What follows belongs to an exercise in optimizing a design on an open flow for small area, a short achievable clock period and few clock cycles per item; a production flow would make more cautious choices. At most, simulation tests tie the RTL to the original design; equivalence was not proved.

## the previous run
==> flow/design.v (excerpt) <==
module cmp_coder (
    input  wire        clk,
    input  wire        rst,         
    input  wire [1:0]  cfg_fmt,     
    input  wire [1:0]  cfg_type,    
    input  wire        cfg_pred,    
    input  wire [2:0]  cfg_e,       
    input  wire        in_valid,
    output wire        in_ready,
    input  wire [15:0] in_pix,
    input  wire        in_last,
    output reg         out_valid,
    input  wire        out_ready,
    output reg  [31:0] out_data,
    output reg         out_last,
    output wire [15:0] res_len,     
    output wire [15:0] res_npix,    
    output wire [31:0] res_crc      
);
Size: roughly 3800 cells after synthesis, roughly 130 I/O pins, ~36000 um2 of cells after synthesis.
clock: 55.0 ns
lec_check: 0
cap_margin: 20
core_margin: 2
core_utilization: 40
cts_cluster_diameter: 60
cts_cluster_size: 30
slew_margin: 20
standard.sh (not shown) runs the stock make flow with config.mk's settings and CLKGATE_MAP_FILE= SYNTH_SCRIPT=/design/flow/synth_recipe.tcl, a recipe that flattens the netlist after the stock synthesis.
==> flow/flow/run.sh <==
#!/bin/bash
set -uo pipefail
export SETUP_SLACK_MARGIN=43
bash standard.sh > standard.log 2>&1
Edits applied to the flow inputs when going from the previous run to the current run:
--- a/flow/config.mk
+++ b/flow/config.mk
@@ -11,2 +10,0 @@
-export CTS_CLUSTER_DIAMETER = 60
-export CTS_CLUSTER_SIZE = 30
Results
Compared with the previous run, in the current run worst setup slack after layout decreased 0.021 ns, slew of the pin with the lowest slew margin higher, met3 routed wirelength dropped 3.1%. Routed length on met2 grows slightly when moving from the previous run to the current run. Having completed the whole flow, the current run delivered a layout that passed the timing, DRC and antenna checks. There was hardly any difference in period utilization between the current run and the previous run. Looking at clock skew, the current run sits above the previous run. The wire length of the previous run and that of the current run are within noise of each other.
Function was not checked in any run of this note: the RTL went through the layout flow alone.

## run 1
cmp_coder, a different RTL version from the one above (not shown whole).
Size: roughly 3,800 cells after synthesis, roughly 130 I/O pins.
==> flow/config.mk <==
export PLATFORM = sky130hd
export DESIGN_NAME = cmp_coder
export DESIGN_NICKNAME = cmp_coder
export VERILOG_FILES = /design/flow/design.v
export SDC_FILE = /design/flow/constraint.sdc
export NUM_CORES = 4
export LEC_CHECK = 0
export CAP_MARGIN = 20
export CORE_MARGIN = 2
export CORE_UTILIZATION = 55
export CTS_CLUSTER_DIAMETER = 80
export CTS_CLUSTER_SIZE = 34
export SLEW_MARGIN = 20
==> flow/constraint.sdc <==
create_clock -name core_clock -period 55.0 [get_ports {clk}]
set_input_delay 11.0000 -clock core_clock [delete_from_list [all_inputs] [get_ports {clk}]]
set_output_delay 11.0000 -clock core_clock [all_outputs]
set_load 0.01 [all_outputs]
Scripts as last shown in full above: flow/flow/run.sh
Run 1: full flow OK, the timing, DRC and antenna checks passed
What run 2 does differently from run 1 at the input level:
Settings: changing CTS_CLUSTER_DIAMETER from 80 to 70; changing CORE_UTILIZATION from 55 to 40; changing CTS_CLUSTER_SIZE from 34 to 32.
Findings:
Run 1 tops out at a higher clock frequency than run 2.
The setup slack of run 2 is smaller than that of run 1.
Run 2 vs run 1 — chip height climbed by more than 10%
In run 2, die area is higher than in run 1.
Wire length reported by the detailed router sits higher in run 2 than in run 1.
--- input diff run 2..run 3 ---
Settings: changing CTS_CLUSTER_SIZE from 32 to 30; changing CORE_UTILIZATION from 40 to 55; changing CTS_CLUSTER_DIAMETER from 70 to 60.
==> run summary <==
Post-cts sizing count (lower): run 3. The chip width of run 3 is lower than that of run 2. Min number of antenna violations at the first check in global routing across run 3 and run 2: run 3.
Function was not checked in any run of this note: the RTL went through the layout flow alone.

Setup of lane 1:
Starting RTL as in the previous note.
==> flow/design.v (excerpt) <==
module cmp_coder (
    input  wire        clk,
    input  wire        rst,         
    input  wire [1:0]  cfg_fmt,     
    input  wire [1:0]  cfg_type,    
    input  wire        cfg_pred,    
    input  wire [2:0]  cfg_e,       
    input  wire        in_valid,
    output wire        in_ready,
    input  wire [15:0] in_pix,
    input  wire        in_last,
    output reg         out_valid,
    input  wire        out_ready,
    output reg  [31:0] out_data,
    output reg         out_last,
    output wire [15:0] res_len,     
    output wire [15:0] res_npix,    
    output wire [31:0] res_crc      
);
Settings: LEC_CHECK=0, CAP_MARGIN=20, CORE_MARGIN=2, CORE_UTILIZATION=60, CTS_CLUSTER_DIAMETER=60, CTS_CLUSTER_SIZE=30, SLEW_MARGIN=20; clock period 55.0 ns.
Scripts as last shown in full above: flow/flow/run.sh
Lane 1 finished every stage and its layout cleared the timing, DRC and antenna checks.
## Diff of input files: lane 2 against lane 1
# lane 1
export LEC_CHECK = 0
export CAP_MARGIN = 20
export CORE_MARGIN = 2
export CORE_UTILIZATION = 60
export CTS_CLUSTER_DIAMETER = 60
export CTS_CLUSTER_SIZE = 30
export SLEW_MARGIN = 20
create_clock -name core_clock -period 55.0 [get_ports {clk}]
# lane 2
export LEC_CHECK = 0
export CAP_MARGIN = 20
export CORE_MARGIN = 2
export CORE_UTILIZATION = 65
export CTS_CLUSTER_DIAMETER = 80
export CTS_CLUSTER_SIZE = 34
export SLEW_MARGIN = 20
create_clock -name core_clock -period 55.0 [get_ports {clk}]
Findings:
Insertion delay to the later sink of the worst-skew pair essentially unchanged between lane 1 and lane 2.
On met3 track demand over resource: between lane 1 and lane 2, it ends up lower for lane 2.
Lane 1 has a higher met1 wire length than lane 2.
Summary of lane 2 over lane 1: length of the first detailed-routing pass in iterations saw a decrease, via count of the first global-routing pass saw an increase.
Function was not checked in any run of this note: the RTL went through the layout flow alone.

Another version of the RTL of cmp_coder (not shown whole).
For scale: ~3600 cells after synthesis, about 450 flip-flops, roughly 130 I/O pins, roughly 34000 um^2 of cells after synthesis.
export LEC_CHECK = 0
export CAP_MARGIN = 20
export CORE_MARGIN = 2
export CORE_UTILIZATION = 55
export SLEW_MARGIN = 20
create_clock -name core_clock -period 55.0 [get_ports {clk}]
==> flow/flow/run.sh <==
#!/bin/bash
set -uo pipefail
export SETUP_SLACK_MARGIN=42.85
export CTS_ARGS="-sink_clustering_enable -repair_clock_nets -sink_clustering_size 30 -sink_clustering_max_diameter 60 -dont_use_dummy_load -balance_levels"
bash standard.sh > standard.log 2>&1
The first run ran to the end with no violations.
Testbench counts at the start, summed over its fixed seeds: cycles 138,779, pixels 137,713.
==> next run, changes <==
==> flow/flow/run.sh (replaced) <==
#!/bin/bash
set -uo pipefail
export SETUP_SLACK_MARGIN=43
export CTS_ARGS="-sink_clustering_enable -repair_clock_nets -sink_clustering_size 30 -sink_clustering_max_diameter 60 -dont_use_dummy_load -balance_levels"
bash standard.sh > standard.log 2>&1
- CORE_UTILIZATION: 55 -> 62
- PLACE_DENSITY: unset -> 0.68
Effect: The new run finished clean. Routed wire length decreases by 1.8%. Area after synthesis does not change. Global-route usage is higher by 2.7 points. Worst setup slack is worse by 0.034 ns. Critical path depth does not change. Count of clock-buffer cells in the layout falls by 1. Final cell count is lower by 1.8%. Worst hold slack improved by 0.014 ns. Final area stays flat. Via count climbs by 2.0%.

cmp_coder again, from the RTL that the note above started with.
Design cmp_coder, start of the top module:
module cmp_coder (
    input  wire        clk,
    input  wire        rst,         
    input  wire [1:0]  cfg_fmt,     
    input  wire [1:0]  cfg_type,    
    input  wire        cfg_pred,    
    input  wire [2:0]  cfg_e,       
    input  wire        in_valid,
    output wire        in_ready,
    input  wire [15:0] in_pix,
    input  wire        in_last,
    output reg         out_valid,
    input  wire        out_ready,
    output reg  [31:0] out_data,
    output reg         out_last,
    output wire [15:0] res_len,     
    output wire [15:0] res_npix,    
    output wire [31:0] res_crc      
);
    localparam [31:0] CRC_POLY = 32'h82F6_3B78;    
    reg        rst_r;        
    reg        run;          
    reg        rdy;          
    reg        pend;         
    reg        first_exp;    
    assign in_ready = rdy;
    wire accept = in_valid & rdy;
    reg [1:0] fmt_r;
    reg [1:0] type_r;
    reg       pred_r;
    reg [2:0] e_r;
    wire        is_raw = (type_r == 2'd1);
    wire        is_bnd = (type_r == 2'd3);
    wire [15:0] maxv   = (fmt_r == 2'd0) ? 16'h03FF : (fmt_r == 2'd1) ? 16'h0FFF : 16'hFFFF;
    wire [15:0] half   = (fmt_r == 2'd0) ? 16'h0200 : (fmt_r == 2'd1) ? 16'h0800 : 16'h8000;
    wire [2:0]  ee     = is_bnd ? e_r : 3'd0;           
    wire [3:0]  w      = {ee, 1'b1};                    
    reg        s0_v, s0_last, s0_first, s0_i1;
    reg [15:0] s0_pix;
    reg [1:0]  cnt;           
    always @(posedge clk) begin
        rst_r <= rst;
        if (rst_r) begin
            s0_v      <= 1'b0;
  ...
clock: 55.0 ns
lec_check: 0
cap_margin: 20
core_margin: 2
core_utilization: 55
slew_margin: 20
==> flow/flow/run.sh <==
#!/bin/bash
set -uo pipefail
export SETUP_SLACK_MARGIN=43
export CTS_ARGS="-sink_clustering_enable -repair_clock_nets -sink_clustering_size 34 -sink_clustering_max_diameter 80 -dont_use_dummy_load"
bash standard.sh > standard.log 2>&1
The baseline completed with no timing, DRC or antenna violations.
Testbench counts at the start, summed over its fixed seeds: cycles 138,779, pixels 137,713.
Then changed:
==> flow/flow/run.sh (replaced) <==
#!/bin/bash
set -uo pipefail
export SETUP_SLACK_MARGIN=43
export CTS_ARGS="-sink_clustering_enable -repair_clock_nets -sink_clustering_size 30 -sink_clustering_max_diameter 60 -dont_use_dummy_load -balance_levels"
bash standard.sh > standard.log 2>&1
--- a/flow/config.mk
+++ b/flow/config.mk
@@ -11,0 +12 @@
+export TNS_END_PERCENT = 5
After rerunning: Routed wire length grows by 0.79%; first-iteration DRC count shrinks by 5.2%; die area stays the same; via count hardly moves; fmax stays flat.
Then changed:
--- a/flow/flow/run.sh
+++ b/flow/flow/run.sh
@@ -3,0 +4 @@
+export REMOVE_ABC_BUFFERS=1
--- a/flow/config.mk
+++ b/flow/config.mk
@@ -12 +11,0 @@
-export TNS_END_PERCENT = 5
Outcome: The changed run went through all stages and came out clean. Routed wire length rose by about 0.47%. Fmax hardly moves. Final area rose by about 0.6%. Clock skew is about the same. Cell count rose by about 0.7%. Register-to-register slack gets better by 120 ps. Critical path depth stays the same.
Then changed:
--- a/flow/flow/run.sh
+++ b/flow/flow/run.sh
@@ -4 +3,0 @@
-export REMOVE_ABC_BUFFERS=1
--- a/flow/config.mk
+++ b/flow/config.mk
@@ -11,0 +12 @@
+export TNS_END_PERCENT = 25
Effect:
- The changed run went through all stages and came out clean
- via count is about the same
- worst setup slack improves by 16 ps
Then changed:
==> flow/flow/run.sh (replaced) <==
#!/bin/bash
set -uo pipefail
export SETUP_SLACK_MARGIN=43
export CTS_ARGS="-sink_clustering_enable -repair_clock_nets -sink_clustering_size 24 -sink_clustering_max_diameter 50 -dont_use_dummy_load -balance_levels"
bash standard.sh > standard.log 2>&1
--- a/flow/config.mk
+++ b/flow/config.mk
@@ -12 +11,0 @@
-export TNS_END_PERCENT = 25
Effect:
- worst hold slack gets worse by 12 ps
- worst setup slack gets worse by 11 ps
- via count rose by 1.2%
- wire length hardly moves

## job 5261
cmp_coder again, from the RTL that the note above started with.
export LEC_CHECK = 0
export CAP_MARGIN = 20
export CORE_MARGIN = 2
export CORE_UTILIZATION = 58
export SLEW_MARGIN = 20
create_clock -name core_clock -period 55.0 [get_ports {clk}]
==> flow/flow/run.sh <==
#!/bin/bash
set -uo pipefail
export SETUP_SLACK_MARGIN=43
export CTS_ARGS="-sink_clustering_enable -repair_clock_nets -sink_clustering_size 30 -sink_clustering_max_diameter 60 -dont_use_dummy_load -balance_levels"
bash standard.sh > standard.log 2>&1
Testbench counts of job 5261, summed over its fixed seeds: cycles 138,779, pixels 137,713.
Input-level comparison between job 1032 and job 5261:
Settings: CORE_UTILIZATION: 58 -> 55.
==> flow/flow/run.sh <==
#!/bin/bash
set -uo pipefail
export SETUP_SLACK_MARGIN=43
export CTS_ARGS="-sink_clustering_enable -repair_clock_nets -sink_clustering_size 40 -sink_clustering_max_diameter 70 -dont_use_dummy_load -balance_levels"
bash standard.sh > standard.log 2>&1
Findings:
Job 1032 | status: complete | timing, DRC, antenna: pass. Comparing job 1032 with job 5261, the sequential share of layout area came out essentially unchanged. Job 1032 vs job 5261 — post-detailed-route wirelength per cell rose about 1.1%. Job 5261 -> job 1032: number of enable flip-flop cells after synthesis delta 0, exact match. Job 1032 and job 5261 ended up with nearly the same maximum frequency. Going from job 5261 to job 1032, area of the multi-input gates stayed essentially flat; cell area was more or less identical; routed wire length saw an increase.
Edits applied to the flow inputs when going from job 1032 to job 4884:
==> flow/flow/run.sh <==
#!/bin/bash
set -uo pipefail
export SETUP_SLACK_MARGIN=43
export CTS_ARGS="-sink_clustering_enable -repair_clock_nets -sink_clustering_size 34 -sink_clustering_max_diameter 80 -dont_use_dummy_load -sink_clustering_levels 1"
bash standard.sh > standard.log 2>&1
Notes after the runs:
Compared with job 1032, in job 4884 non-clock buffer count now smaller; proportion of cell area occupied by multi-input gates now larger; flop-to-flop setup slack now smaller.
Run comparison: job 4884 launch point of the critical path npix[12]$_SDFFCE_PP0P_; job 1032 launch point of the critical path out_last$_DFFE_PP_
Job 4884 against job 1032: setup slack -0.062 ns, synthesized cell count shows no meaningful change.
Job 4884 gives less count of clock-buffer cells in the layout than job 1032 did.
What job 8228 does differently from job 4884 at the input level:
Settings: setting GPL_ROUTABILITY_DRIVEN to 0 for the first time; setting GPL_TIMING_DRIVEN to 0 for the first time.
==> flow/flow/run.sh <==
#!/bin/bash
set -uo pipefail
export SETUP_SLACK_MARGIN=43
export CTS_ARGS="-sink_clustering_enable -repair_clock_nets -sink_clustering_size 30 -sink_clustering_max_diameter 60 -dont_use_dummy_load -balance_levels"
bash standard.sh > standard.log 2>&1
--- outcome ---
- Run comparison: job 8228 end of the critical path res_npix[10]; job 4884 end of the critical path res_npix[12]
- Total global routing track utilization in job 8228 is 1.3 points above job 4884.
- Taking job 4884 as the reference, in job 8228 share of cell area taken by flip-flops and latches decreased 0.87 points, via count of the first global-routing pass increased 1090, final standard cell area without fillers increased 2.6%, number of buffers added by the clock tree synthesis step increased about 40%.
- Cmp job 8228 and job 4884 / synthesis-to-layout area growth / lower: job 4884
- Relative to job 4884, job 8228 improves worst setup slack before clock tree synthesis.
Modified inputs, job 9026 compared to job 8228
Settings: a deleted GPL_ROUTABILITY_DRIVEN that had been 0; a deleted GPL_TIMING_DRIVEN that had been 0.
==> flow/flow/run.sh <==
#!/bin/bash
set -uo pipefail
export SETUP_SLACK_MARGIN=43
export CTS_ARGS="-sink_clustering_enable -repair_clock_nets -sink_clustering_size 34 -sink_clustering_max_diameter 80 -dont_use_dummy_load -distance_between_buffers 400 -branching_point_buffers_distance 400"
bash standard.sh > standard.log 2>&1
[summary]
- Job 9026 finished end to end and its layout was clean on timing, DRC and antenna.
- Job 8228 went all the way through synthesis, placement and routing and the layout is clean on timing, DRC and antenna.
- As far as synthesized flop and latch total goes, job 8228 and job 9026 are indistinguishable; the numbers are identical.
Inputs modified between job 9026 and job 3015:
==> flow/flow/run.sh <==
#!/bin/bash
set -uo pipefail
export SETUP_SLACK_MARGIN=43
export CTS_ARGS="-sink_clustering_enable -repair_clock_nets -sink_clustering_size 30 -sink_clustering_max_diameter 60 -dont_use_dummy_load -balance_levels -root_buf sky130_fd_sc_hd__clkbuf_16 -tree_buf sky130_fd_sc_hd__clkbuf_16 -buf_list sky130_fd_sc_hd__clkbuf_16"
bash standard.sh > standard.log 2>&1
--- outcome ---
- Changes observed in job 3015 relative to job 9026: sequential fraction of total cell area now smaller; non-clock buffer count now larger; synthesized area comparable; detailed-routing wirelength on met1 now smaller.
- Comparing job 3015 and job 9026, the lower length of routed met2 wiring is on job 3015.
- Per the comparison of job 3015 with job 9026, routed wire length shows no meaningful change.
- Overall die area came out exactly the same in job 3015 and job 9026.

==> port drivers added, routing unchanged <==
How much do the figures lean on ideal ports? The routed layouts below were timed once more, with nothing changed but the port constraints.
Step 1 (the two cells are an assumption about what drives the block):
set clk [get_ports {clk}]
set_driving_cell -lib_cell sky130_fd_sc_hd__clkbuf_16 $clk
set_driving_cell -lib_cell sky130_fd_sc_hd__buf_2 [delete_from_list [all_inputs] $clk]
Step 2 adds t to the input delays and takes it off the output delays; t is the mean of the earliest and latest rising clock arrival at the registers after step 1. Input paths then give back, and output paths get back, about the clock's delay inside the block.
a / b / c = ideal / step 1 / step 2; a / b = the first two.
run	t, ns	setup slack, ns	latest minus earliest clock arrival (ns)	worst register clock-pin slew, ns	cell pins on the clock port's net
the previous run	0.671	42.744 / 42.681 / 42.526	0.032 / 0.032	0.08 / 0.08	1
the current run	0.684	42.723 / 42.661 / 42.385	0.054 / 0.053	0.07 / 0.07	1
run 1	0.676	42.761 / 42.695 / 42.416	0.031 / 0.032	0.11 / 0.11	1
run 2	0.655	42.642 / 42.576 / 42.488	0.053 / 0.053	0.11 / 0.11	1
run 3	0.660	42.772 / 42.706 / 42.454	0.036 / 0.036	0.10 / 0.10	1
lane 1	0.657	42.780 / 42.711 / 42.450	0.041 / 0.041	0.11 / 0.11	1
lane 2	0.657	42.761 / 42.701 / 42.494	0.041 / 0.040	0.12 / 0.12	1
the first run of note 4	0.632	42.810 / 42.746 / 42.339	0.073 / 0.074	0.10 / 0.10	1
the second run of note 4	0.626	42.776 / 42.716 / 42.589	0.091 / 0.092	0.10 / 0.10	1
the first run of note 5	0.676	42.758 / 42.691 / 42.653	0.060 / 0.060	0.11 / 0.11	1
the second run of note 5	0.638	42.793 / 42.728 / 42.518	0.082 / 0.082	0.10 / 0.10	1
the third run of note 5	0.637	42.781 / 42.714 / 42.430	0.087 / 0.088	0.09 / 0.09	1
the fourth run of note 5	0.639	42.796 / 42.733 / 42.510	0.083 / 0.083	0.10 / 0.10	1
the fifth run of note 5	0.654	42.785 / 42.720 / 42.681	0.071 / 0.071	0.07 / 0.07	1
job 5261	0.627	42.811 / 42.747 / 42.630	0.077 / 0.077	0.09 / 0.09	1
job 1032	0.635	42.819 / 42.752 / 42.653	0.089 / 0.089	0.10 / 0.10	1
job 4884	0.676	42.758 / 42.691 / 42.653	0.060 / 0.060	0.11 / 0.11	1
job 8228	0.637	42.774 / 42.711 / 42.477	0.088 / 0.087	0.10 / 0.10	1
job 9026	0.676	42.758 / 42.691 / 42.653	0.060 / 0.060	0.11 / 0.11	1
job 3015	0.626	42.828 / 42.763 / 42.620	0.084 / 0.084	0.10 / 0.10	1
After both steps setup and hold are still met in every run listed. For the first run of note 4, which loses most, drivers alone change the setup slack by -0.064 ns; drivers and shift together by -0.471 ns.
